Source: an optimization exercise on an open RTL-to-GDS flow (aim: small area, a short achievable clock period and few clock cycles per item). Production flows keep margins and buffers that such runs may drop.
Only simulation tests tie the RTL to the original design; equivalence was not proved.

$ cat design/flow/design.v
module wave_codec (
    input  wire        clk,
    input  wire        rst,         
    input  wire        start,       
    input  wire [7:0]  cfg_q,       
    input  wire        cfg_pred2,   
    input  wire        in_valid,
    output wire        in_ready,
    input  wire [31:0] in_sample,   
    output wire        out_valid,
    input  wire        out_ready,
    output wire [7:0]  out_byte
);
    localparam [1:0] S_A   = 2'd0,    
                     S_B   = 2'd1,    
                     S_DIV = 2'd2,    
                     S_U   = 2'd3;    
    reg [1:0]  state;
    reg        rdy;
    reg [12:0] s8;          
    reg        ll;          
    reg        pred2;
    reg [32:0] r1, r2;
    reg [31:0] xr;
    reg        neg;
    reg [33:0] dq;          
    reg [12:0] rem;         
    reg [2:0]  lo3;         
    reg [3:0]  cnt;
    reg [34:0] zz;
    reg        ov;
    reg        more;
    wire [34:0] r1_w = {{2{r1[32]}}, r1};
    wire [34:0] r2_w = {{2{r2[32]}}, r2};
    wire [34:0] p    = pred2 ? ((r1_w << 1) - r2_w) : r1_w;
    wire [34:0] xs   = {{3{in_sample[31]}}, in_sample};
    wire [34:0] h    = {20'd0, s8, 2'b00};
    wire [34:0] y    = xs - p + h;
    wire [34:0] z    = p - xs - h - {34'd0, ll};
    wire        neg_in = ~z[34];
    wire [33:0] num_in = neg_in ? z[33:0] : y[33:0];
    wire [30:0] nq = dq[33:3];
    wire c0  = (nq        ) < {18'd0, s8};
    wire c2  = (nq >> 2   ) < {18'd0, s8};
    wire c4  = (nq >> 4   ) < {18'd0, s8};
    wire c6  = (nq >> 6   ) < {18'd0, s8};
    wire c8  = (nq >> 8   ) < {18'd0, s8};
    wire c12 = (nq >> 12  ) < {18'd0, s8};
    wire c16 = (nq >> 16  ) < {18'd0, s8};
    wire o0  = c0;
    wire o2  = c2  & ~c0;
    wire o4  = c4  & ~c2;
    wire o6  = c6  & ~c4;
    wire o8  = c8  & ~c6;
    wire o12 = c12 & ~c8;
    wire o16 = c16 & ~c12;
    wire o24 = ~c16;
    wire [33:0] dq_al =
          ({34{o2 }} & {nq[1:0],  32'd0})
        | ({34{o4 }} & {nq[3:0],  30'd0})
        | ({34{o6 }} & {nq[5:0],  28'd0})
        | ({34{o8 }} & {nq[7:0],  26'd0})
        | ({34{o12}} & {nq[11:0], 22'd0})
        | ({34{o16}} & {nq[15:0], 18'd0})
        | ({34{o24}} & {nq[23:0], 10'd0});
    wire [30:0] rem_w =
          ({31{o0 }} & nq)
        | ({31{o2 }} & (nq >> 2))
        | ({31{o4 }} & (nq >> 4))
        | ({31{o6 }} & (nq >> 6))
        | ({31{o8 }} & (nq >> 8))
        | ({31{o12}} & (nq >> 12))
        | ({31{o16}} & (nq >> 16))
        | ({31{o24}} & (nq >> 24));
    wire [3:0] cnt_al =
          ({4{o2 }} & 4'd1) | ({4{o4 }} & 4'd2) | ({4{o6 }} & 4'd3)
        | ({4{o8 }} & 4'd4) | ({4{o12}} & 4'd6) | ({4{o16}} & 4'd8)
        | ({4{o24}} & 4'd12);
    wire [13:0] t1  = {rem, dq[33]};
    wire        f1  = t1 >= {1'b0, s8};
    wire [12:0] q1  = f1 ? (t1[12:0] - s8) : t1[12:0];
    wire [13:0] t2  = {q1, dq[32]};
    wire        f2  = t2 >= {1'b0, s8};
    wire [12:0] q2  = f2 ? (t2[12:0] - s8) : t2[12:0];
    wire [32:0] remf = {17'd0, rem, lo3};
    wire [32:0] h33  = {16'd0, s8, 2'b00};
    wire [32:0] xr_w = {xr[31], xr};
    wire [32:0] r_new = neg ? (xr_w + remf - h33) : (xr_w + h33 - remf);
    wire last   = ov & out_ready & ~more;
    wire can_ld = ~ov | last;
    assign in_ready  = rdy;
    assign out_valid = ov;
    assign out_byte  = {more, zz[6:0]};
    always @(posedge clk) begin
        if (rst) begin
            state <= S_A;
            rdy   <= 1'b1;
            ov    <= 1'b0;
        end else begin
            if (ov & out_ready) begin
                zz   <= {7'd0, zz[34:7]};
                more <= |zz[34:14];
                if (~more) ov <= 1'b0;
            end
            case (state)
                S_A: begin
                    if (start) begin
                        s8    <= cfg_q[5:0] * 13'd125;
                        ll    <= (cfg_q[5:0] == 6'd0);
                        pred2 <= cfg_pred2;
                        r1    <= 33'd0;
                        r2    <= 33'd0;
                    end else if (in_valid) begin
                        xr    <= in_sample;
                        neg   <= neg_in;
                        dq    <= num_in;
                        rem   <= 13'd0;
                        lo3   <= 3'd0;
                        rdy   <= 1'b0;
                        state <= ll ? S_U : S_B;
                    end
                end
                S_B: begin
                    lo3 <= dq[2:0];
                    rem <= rem_w[12:0];
                    dq  <= dq_al;
                    cnt <= cnt_al;
                    state <= o0 ? S_U : S_DIV;
                end
                S_DIV: begin
                    rem <= q2;
                    dq  <= {dq[31:0], f1, f2};
                    cnt <= cnt - 4'd1;
                    if (cnt == 4'd1)
                        state <= S_U;
                end
                S_U: begin
                    if (can_ld) begin
                        zz    <= {dq, neg};
                        more  <= |dq[33:6];
                        ov    <= 1'b1;
                        r2    <= r1;
                        r1    <= r_new;
                        rdy   <= 1'b1;
                        state <= S_A;
                    end
                end
            endcase
        end
    end
endmodule
$ cat design/flow/run.sh
#!/bin/bash
# synth_recipe.tcl (not shown) runs the flow's synth.tcl, then flattens the netlist and writes it again
# the make line also repeats each setting of config.mk as NAME=value (left out here)
make -C /OpenROAD-flow-scripts/flow DESIGN_CONFIG=/design/flow/config.mk WORK_HOME=/design/flow/orfs CLKGATE_MAP_FILE= SYNTH_SCRIPT=/design/flow/synth_recipe.tcl finish
$ cat design/flow/config.mk
export PLATFORM = sky130hd
export DESIGN_NAME = wave_codec
export DESIGN_NICKNAME = wave_codec
export VERILOG_FILES = /design/flow/design.v
export SDC_FILE = /design/flow/constraint.sdc
export NUM_CORES = 4
export LEC_CHECK = 0
export CAP_MARGIN = 20
export CORE_MARGIN = 2
export CORE_UTILIZATION = 40
export PLACE_DENSITY = 0.6
export SLEW_MARGIN = 20
$ cat design/flow/constraint.sdc
create_clock -name core_clock -period 12.0 [get_ports {clk}]
set_input_delay 2.4000 -clock core_clock [delete_from_list [all_inputs] [get_ports {clk}]]
set_output_delay 2.4000 -clock core_clock [all_outputs]
set_load 0.01 [all_outputs]
==> run summary <==
-- cells by family after synthesis --
group	count (synthesis)	share of synthesized area [%]
buffers and inverters	435	6.898
adder cells (fa/ha/maj)	412	23.33
AO/OA/AOI/OAI	776	21.14
AND/OR/NAND/NOR	691	13.95
flip-flops	208	25.42
XOR/XNOR	130	4.663
multiplexers	111	4.602
-- worst max-delay path, cell delays in order (launching register included) --
cell and delay, ns:
edfxtp_1 0.46, ha_1 0.33, nor2b_1 0.13, o21ai_0 0.25, a21boi_0 0.23, o311ai_1 0.67, a211oi_1 0.26, a21boi_0 0.67
o21ai_0 0.26, xor2_1 0.26, mux2i_1 0.12, or3_1 0.32, ha_1 0.40, and4_1 0.26, nand4_1 0.12, o32ai_1 0.25
a31oi_1 0.14, a211o_1 0.33, and3_1 0.18, a211oi_2 0.37, xor2_4 0.16, buf_4 0.49, mux2_2 0.41, a221o_1 0.29
-- metal layers --
layer	vias up	track usage, %	share of wire [%]
met1	10020	32.21	46
met5	-	0	0
met4	0	9.218	4.0
li1	10060	-	-
met3	138	2.630	6.0
met2	677	36.53	44
-- cell type report --
| type | count | area, um^2 |
|---|---|---|
| fill | 5892 | 33670 |
| multi-input combinational | 2120 | 16570 |
| sequential | 208 | 6206 |
| inverter | 336 | 1261 |
| tap | 782 | 978.4 |
| timing repair buffer | 81 | 740.7 |
| clock buffer | 31 | 733.2 |
| clock inverter | 22 | 196.4 |
-- cells in the final DEF, fill, tap and decap left out, drive strengths merged, types with 40 or more instances in the layout --
cell,instances
a21o,87
inv,338
fa,72
and2,52
nand3,40
edfxtp,204
a21oi,202
clkdlybuf4s50,53
mux2i,101
nor2,134
xor2,52
xnor2,78
nand2,213
nand2b,40
ha,340
o21ai,160
nor3,54
-- report_power, final --
| group | switching (mW) | internal [mW] | total (mW) |
|---|---|---|---|
| logic | 3.08 | 2.18 | 5.25 |
| registers | 0.324 | 1.09 | 1.41 |
| clock network | 0.357 | 0.489 | 0.846 |
-- registers in the layout, indices dropped and copies added, names as in the netlist, 4 cells and up --
name,flops
zz,35
s8,13
rem,13
r2,33
dq,34
xr,32
r1,33
cnt,4
-- path summary, 6_finish.rpt --
path / slack [ns] / depth (start not counted) / end
min reg2reg: 0.53 / 2 / state[1]
min: 0.53 / 2 / state[1]
max reg2reg: 4.33 / 23 / dq[26]
max: 4.33 / 23 / dq[26]
-- per-stage QoR --
| step | hold WS (ns) | instances | util, % |
|---|---|---|---|
| 6_report | 0.5253 | 3580 | 44.22 |
| 3_5_place_dp | 0.5154 | 3527 | 42.68 |
| 4_1_cts | 0.5234 | 3580 | 44.22 |
| 5_1_grt | 0.5436 | 3580 | 44.22 |
| 2_1_floorplan | 0.4768 | 2763 | - |
| 3_3_place_gp | 0.5017 | 3527 | 42.68 |
==> results.json <==
{
  "end_kind": "flip-flop",
  "clkSlewWorstSetupHoldPaths_ns": 0.06,
  "crit_path_max_fanout": 41,
  "drc": 0,
  "core_area_um2": 60360,
  "avgSynthCellArea_um2": 8.837,
  "worst_slew_pin_slew_ns": 1.043,
  "relSlewSlack_pct": 30.20,
  "syn-num-nets": 3221,
  "ys.flop_type": "edfxtp_1",
  "drive_above_1_share_pct": 4.253,
  "hp-start": "state[1]",
  "synthTopCellsByArea": "edfxtp_1 (25%), ha_1 (17%), fa_1 (5.9%)",
  "die_y_um": 251.1,
  "wirelength_um": 74150,
  "worstPathArrival_ns": 7.98,
  "yosysTopAreaCell": "edfxtp_1",
  "grt_first_pass_wirelength_um": 115100,
  "ant_nets": 0,
  "antenna_found_initial": 0,
  "final_cell_area_um2": 26690,
  "area_growth_pct": 9.316,
  "worst_slack_ns": 4.329,
  "cts.repair.resized": 0,
  "ios": 56,
  "grt_max_degree": 74,
  "overflow": 0,
  "cts.htree.levels": 1,
  "start_kind": "flip-flop",
  "drv_cap": 0,
  "synth_top_area_share_pct": 25.09,
  "max-clock-path-buffers": 3,
  "synth_warnings": 1,
  "vias": 20890,
  "dr.first_iter.drc_count": 1868,
  "critPathRequiredTime_ns": 12.31,
  "die_area_um2": 63030,
  "synthDistinctLibCells": 79,
  "ys_seq_elements": 208,
  "grt_usage_pct": 23.10,
  "root_buffer": "clkbuf_16",
  "initial_core_util_pct": 40.45,
  "rsz0062_at_grt": "false",
  "netlist_instances": 2763,
  "drv_slew": 0,
  "yosysMostFrequentCell": "ha_1",
  "place.gp.congestion": 0.9375,
  "hold_viol_final": 0,
  "powerDensity_nw_per_um2": 281.5,
  "synth_enable_flop_cells": 204,
  "clock_latency_ns": 0.58,
  "p_leak_nw": 11.97,
  "hp-class": "reg2reg",
  "setup_viol": 0,
  "vias_per_cell": 5.835,
  "clock_skew_ns": 0.02191,
  "ys_seq_area_share_pct": 25.42,
  "min_period_ns": 7.671,
  "synthTopCellsByCount": "ha_1 (340), inv_1 (335), nand2_1 (213)",
  "tns_ns": 0,
  "place_ws_ns": 4.076,
  "cts_sinks": 208,
  "grt_pass1_vias": 20580,
  "r2r-start": "r1[0]",
  "crit_start": "r1[0]",
  "fin_total_pwr_mw": 7.514,
  "nNetsFinal": 3234,
  "diodes": 0,
  "post_cts_buffers": 0,
  "cts_tree": "done",
  "post-route-period-util_pct": 63.93,
  "first_pass_iters": 9,
  "io_buffers": 53,
  "wire_per_inst_um": 20.71,
  "place_hpwl_um": 56660,
  "cts_hold_buf": 0,
  "critPathKind": "reg2reg",
  "syn_area_um2": 24420,
  "async_flop_share_pct": 0,
  "row_count": 90,
  "placed_area_um2": 25760,
  "fmax_mhz": 130.4,
  "cts_buffers": 29,
  "die_w_um": 251.1,
  "peakVddDrop_mv": 0.1876,
  "outcome": "complete, no violations"
}
Testbench counts, summed over its fixed seeds: cycles 38,823, items 9,600.

[separate check: timing with driven ports]
How much do the figures lean on ideal ports? The routed layout below was timed once more, with nothing changed but the port constraints. Step 1 assumes that a clkbuf_16 drives the clock port and a buf_2 every other input. Step 2 moves the port delays by t, midway between the first and last clock arrival at a register: inputs arrive t later, outputs are due t later. That takes back most of the time a late clock gives input paths. a / b / c = no drivers / after step 1 / after step 2; a / b = the first two.
shift t [ns]: 0.629
setup WS [ns]: 4.329 / 4.329 / 4.041
cell pins on the clock port's net: 1
After both steps setup and hold are still met in this run. The setup slack of this run moves by 0.000 ns with the drivers and by -0.288 ns with both steps.
